From an optimization exercise on the open Yosys and OpenROAD flow, aimed at small area; shortcuts taken in it are not production practice. The RTL was checked by simulation tests, not by an equivalence proof against the original design.

// le_lane_alu
module le_lane_alu (
    input  wire        clk,
    input  wire        rst,         
    input  wire        in_valid,
    input  wire [2:0]  op,
    input  wire        mod_sel,     
    input  wire [31:0] a,
    input  wire [31:0] b,
    input  wire [31:0] w,
    output reg         out_valid,
    output wire [31:0] x,
    output wire [31:0] y
);
clock: 18.0 ns
lec_check: 0
abc_area: 1
cap_margin: 20
core_margin: 2
core_utilization: 40
cts_cluster_diameter: 120
cts_cluster_size: 24
slew_margin: 20
synth_hierarchical: 1
synth_minimum_keep_size: 0
standard.sh (not shown) runs the stock make flow with config.mk's settings and CLKGATE_MAP_FILE= SYNTH_SCRIPT=/design/flow/synth_recipe.tcl, a recipe that flattens the netlist after the stock synthesis.
==> flow/flow/run.sh <==
#!/bin/bash
# Own flow: the standard layout, except that
#  - synthesis maps the logic between the flip-flops with flow/abc.script
#    (see abc_wrap.tcl); it is otherwise the standard flow's own script (synth_recipe.tcl),
#    so the registers and their names are the standard synthesis's;
#  - the buffers ORFS puts on every input and output port are buf_1 cells.
set -euo pipefail
W=$(pwd)
{ echo "set ::own_abc_script $W/flow/abc.script"; cat "$W/flow/abc_wrap.tcl" "$W/synth_recipe.tcl"; } > "$W/own_synth.tcl"
sed "s#SYNTH_SCRIPT=[^ ]*#SYNTH_SCRIPT=$W/own_synth.tcl#" "$W/standard.sh" > "$W/own_synth.sh"
grep -q "SYNTH_SCRIPT=$W/own_synth.tcl" "$W/own_synth.sh"
sed 's#^make -C \(.*\) "\${@:-finish}"$#make -C \1 BUFFER_PORTS_ARGS=-buffer_cell\\ sky130_fd_sc_hd__buf_1 "${@:-finish}"#' "$W/standard.sh" > "$W/own_layout.sh"
grep -q "BUFFER_PORTS_ARGS" "$W/own_layout.sh"
bash "$W/own_synth.sh" synth > "$W/synth.log" 2>&1
bash "$W/own_layout.sh" > "$W/layout.log" 2>&1
==> flow/flow/abc.script <==
strash
ifraig
scorr
dc2
strash
&get -n
&dch -f
&nf -R 1000 {D}
&put
==> flow/flow/abc_wrap.tcl <==
# Runs before synth_recipe.tcl. Every abc call of ORFS's synthesis is made with
# flow/abc.script (ABC's default mapping script for a liberty, with more area
# recovery rounds in &nf), and with the clock period in picoseconds (ORFS hands
# ABC the period in the SDC's unit, nanoseconds here, which ABC reads as
# picoseconds and so maps every cone for speed).
proc abc {args} {
  foreach opt {-script -D} {
    set i [lsearch -exact $args $opt]
    if {$i >= 0} { set args [lreplace $args $i [expr {$i + 1}]] }
  }
  set ps 18000
  if {[info exists ::env(FLOW_PERIOD_NS)] && $::env(FLOW_PERIOD_NS) ne ""} {
    set ps [expr {int(round($::env(FLOW_PERIOD_NS) * 1000))}]
  }
  yosys abc -script $::own_abc_script -D $ps {*}$args
}
==> next run, changes <==
==> flow/flow/run.sh (replaced) <==
#!/bin/bash
# Own flow: the standard layout, except that synthesis maps the logic
# between the flip-flops with ABC's default script (see abc_wrap.tcl).
# Synthesis is otherwise the standard flow's own script (synth_recipe.tcl), so the
# registers and their names are the standard synthesis's.
set -euo pipefail
W=$(pwd)
cat "$W/flow/abc_wrap.tcl" "$W/synth_recipe.tcl" > "$W/own_synth.tcl"
sed "s#SYNTH_SCRIPT=[^ ]*#SYNTH_SCRIPT=$W/own_synth.tcl#" "$W/standard.sh" > "$W/own_synth.sh"
grep -q "SYNTH_SCRIPT=$W/own_synth.tcl" "$W/own_synth.sh"
bash "$W/own_synth.sh" synth > "$W/synth.log" 2>&1
bash "$W/standard.sh" > "$W/layout.log" 2>&1
==> flow/flow/abc_wrap.tcl (replaced) <==
# Runs before synth_recipe.tcl. Every abc call of ORFS's synthesis is made with
# ABC's own default mapping script for a liberty, and with the clock period in
# picoseconds (ORFS hands ABC the period in the SDC's unit, nanoseconds here,
# which ABC reads as picoseconds and so maps every cone for speed).
proc abc {args} {
  foreach opt {-script -D} {
    set i [lsearch -exact $args $opt]
    if {$i >= 0} { set args [lreplace $args $i [expr {$i + 1}]] }
  }
  set ps 18000
  if {[info exists ::env(FLOW_PERIOD_NS)] && $::env(FLOW_PERIOD_NS) ne ""} {
    set ps [expr {int(round($::env(FLOW_PERIOD_NS) * 1000))}]
  }
  lappend args -D $ps
  yosys abc {*}$args
}
--- a/flow/config.mk
+++ b/flow/config.mk
@@ -11,4 +11,2 @@
 export CORE_UTILIZATION = 40
-export CTS_CLUSTER_DIAMETER = 120
-export CTS_CLUSTER_SIZE = 24
 export SLEW_MARGIN = 20
removed: flow/flow/abc.script
Non-clock buffer count drops by 5.
Utilization is higher by 1.4 points.
Count of clock-buffer cells in the layout rises by 18.
Global-route usage falls by 0.14 points.
Worst setup slack degrades by 0.57 ns.
Synthesized cell count rises by 2.2%.
Design area climbs by 3.8%.
Sequential cell count does not change.

## afterwards: timing with drivers on the ports
The results above use ideal ports. As a check the final layouts listed here were re-extracted and re-timed, cells and wires unchanged. Step 1 (the two cells are an assumption about what drives the block):
set clk [get_ports {clk}]
set_driving_cell -lib_cell sky130_fd_sc_hd__clkbuf_16 $clk
set_driving_cell -lib_cell sky130_fd_sc_hd__buf_2 [delete_from_list [all_inputs] $clk]
Step 2 adds t to the input delays and takes it off the output delays; t is the mean of the earliest and latest rising clock arrival at the registers after step 1. Input paths then give back, and output paths get back, about the clock's delay inside the block. a / b / c = ideal / step 1 / step 2; a / b = the first two.
run | shift t [ns] | setup WS [ns] | hold WS [ns] | worst setup path after step 2 | latest minus earliest clock arrival (ns)
the first run | 0.593 | 2.114 / 2.053 / 2.646 | 0.322 / 0.322 / 0.322 | register to output | 0.041 / 0.041
the second run | 0.645 | 1.543 / 1.476 / 2.122 | 0.296 / 0.296 / 0.296 | register to output | 0.047 / 0.047
After both steps setup and hold are still met in every run listed.
